This is an optimization exercise on Yosys and OpenROAD, whose aim is small area, a short achievable clock period and few clock cycles, not a production implementation. The RTL was checked by simulation tests, not by an equivalence proof against the original design. Power is estimated from default activity; no workload was simulated.

Design par_core, start of the top module:
module par_core (
    input  wire         clk,
    input  wire         rst,
    input  wire         cmd_valid,
    output wire         cmd_ready,
    input  wire [7:0]   cmd_op,
    input  wire [7:0]   cmd_k,
    input  wire [7:0]   cmd_e1,
    input  wire [7:0]   cmd_e2,
    input  wire [15:0]  cmd_ncols,
    input  wire         in_valid,
    output wire         in_ready,
    input  wire [63:0] in_data,
    output wire         out_valid,
    input  wire         out_ready,
    output wire [63:0] out_data,
    output wire         done,
    output wire [1:0]   done_status,
    output wire [1:0]   done_result
);
    localparam SRC_S0 = 2'd0;
    localparam SRC_S1 = 2'd1;
    localparam SRC_X  = 2'd2;    
    function [7:0] gf2;          
        input [7:0] x;
        begin
            gf2 = {x[6:0], 1'b0} ^ (x[7] ? 8'h1d : 8'h00);
        end
    endfunction
    function [7:0] gfi;          
        input [7:0] x;
        begin
            gfi = {1'b0, x[7:1]} ^ (x[0] ? 8'h8e : 8'h00);
        end
    endfunction
    function [4:0] inc5;
        input [4:0] x;
        begin
            inc5 = x ^ {&x[3:0], &x[2:0], &x[1:0], x[0], 1'b1};
        end
  ...
For scale: roughly 4100 cells after synthesis, about 520 flip-flops.
==> flow/config.mk <==
export PLATFORM = sky130hd
export DESIGN_NAME = par_core
export DESIGN_NICKNAME = par_core
export VERILOG_FILES = /design/flow/design.v
export SDC_FILE = /design/flow/constraint.sdc
export NUM_CORES = 4
export LEC_CHECK = 0
export ABC_AREA = 1
export CAP_MARGIN = 20
export CORE_MARGIN = 2
export CORE_UTILIZATION = 70
export PLACE_DENSITY = 0.85
export SLEW_MARGIN = 20
==> flow/constraint.sdc <==
create_clock -name core_clock -period 10.0 [get_ports {clk}]
set_input_delay 2.0000 -clock core_clock [delete_from_list [all_inputs] [get_ports {clk}]]
set_output_delay 2.0000 -clock core_clock [all_outputs]
set_load 0.01 [all_outputs]
standard.sh (not shown) runs the stock make flow with config.mk's settings and CLKGATE_MAP_FILE= SYNTH_SCRIPT=/design/flow/synth_recipe.tcl, a recipe that flattens the netlist after the stock synthesis.
==> flow/flow/run.sh <==
#!/bin/bash
# The standard layout (the standard.sh, unchanged synthesis and steps),
# with plain buffers instead of the default delay cells on the ports.
export BUFFER_PORTS_ARGS="-buffer_cell sky130_fd_sc_hd__buf_1"
bash standard.sh > standard.log 2>&1
The baseline ran to the end with no violations.
Testbench counts at the start, summed over its fixed seeds: cycles 116,826.
==> next run, changes <==
--- a/flow/config.mk
+++ b/flow/config.mk
@@ -8 +7,0 @@
-export ABC_AREA = 1
@@ -11,2 +10,2 @@
-export CORE_UTILIZATION = 70
-export PLACE_DENSITY = 0.85
+export CORE_UTILIZATION = 80
+export PLACE_DENSITY = 0.9
The changed run completed without violations; fmax shrinks by 2.7%; worst hold slack stays flat; sequential share of layout area stays flat; wire length grows by about 23%; non-clock buffer count shrinks by 5; core utilization grows by 9.2 points; cell area is about the same; setup slack degrades by 0.087 ns; clock-buffer cell count grows by 4; first-iteration DRC count grows by about 60%; total power shrinks by about 50%.
==> next run, changes <==
--- a/flow/config.mk
+++ b/flow/config.mk
@@ -10,2 +10,2 @@
-export CORE_UTILIZATION = 80
-export PLACE_DENSITY = 0.9
+export CORE_UTILIZATION = 70
+export PLACE_DENSITY = 0.85
- The changed run ran to the end with no violations
- non-clock buffer count stays the same
- fmax rises by 2.4%
- utilization falls by 10 points
- area after synthesis stays the same
- combinational power falls by 5.5%
- cell count rises by 1.7%
- die area rises by 14%
- count of clock-buffer cells in the layout is unchanged
==> next run, changes <==
--- a/flow/config.mk
+++ b/flow/config.mk
@@ -10,0 +11,3 @@
+export CTS_BUF_LIST = sky130_fd_sc_hd__clkbuf_8
+export CTS_CLUSTER_DIAMETER = 66
+export CTS_CLUSTER_SIZE = 13
After rerunning: The new run produced a clean layout; design area is lower by 2.4%; critical path depth is unchanged; hold slack gets better by 0.0088 ns; cell count barely changes; clock power fell by about 36%; routed wire length is lower by about 2.5%; register-to-register slack degrades by 0.02 ns; non-clock buffer count stays the same; power drops by 14%; die area does not change.

## static timing again, ports no longer ideal
How much do the figures lean on ideal ports? The routed layouts below were timed once more, with nothing changed but the port constraints. Step 1: set_driving_cell puts a clkbuf_16 on clk and a buf_2 on each other input, an assumption about the parent block. Step 2 adds t to the input delays and takes it off the output delays; t is the mean of the earliest and latest rising clock arrival at the registers after step 1. Input paths then give back, and output paths get back, about the clock's delay inside the block. a / b / c = ideal ports / drivers / drivers and shift; a / b = the first two.
run | t (ns) | slack for setup (ns) | worst setup path after step 2 | pins driven straight from the clock port
the first run | 0.679 | 6.826 / 6.767 / 6.744 | input to register | 1
the second run | 0.701 | 6.739 / 6.690 / 6.380 | input to register | 1
the third run | 0.688 | 6.815 / 6.759 / 6.463 | input to register | 1
the fourth run | 0.742 | 6.754 / 6.698 / 6.487 | input to register | 1
After both steps every run listed still meets setup and hold. The setup slack of the second run, which loses most, moves by -0.049 ns with the drivers and by -0.359 ns with both steps.
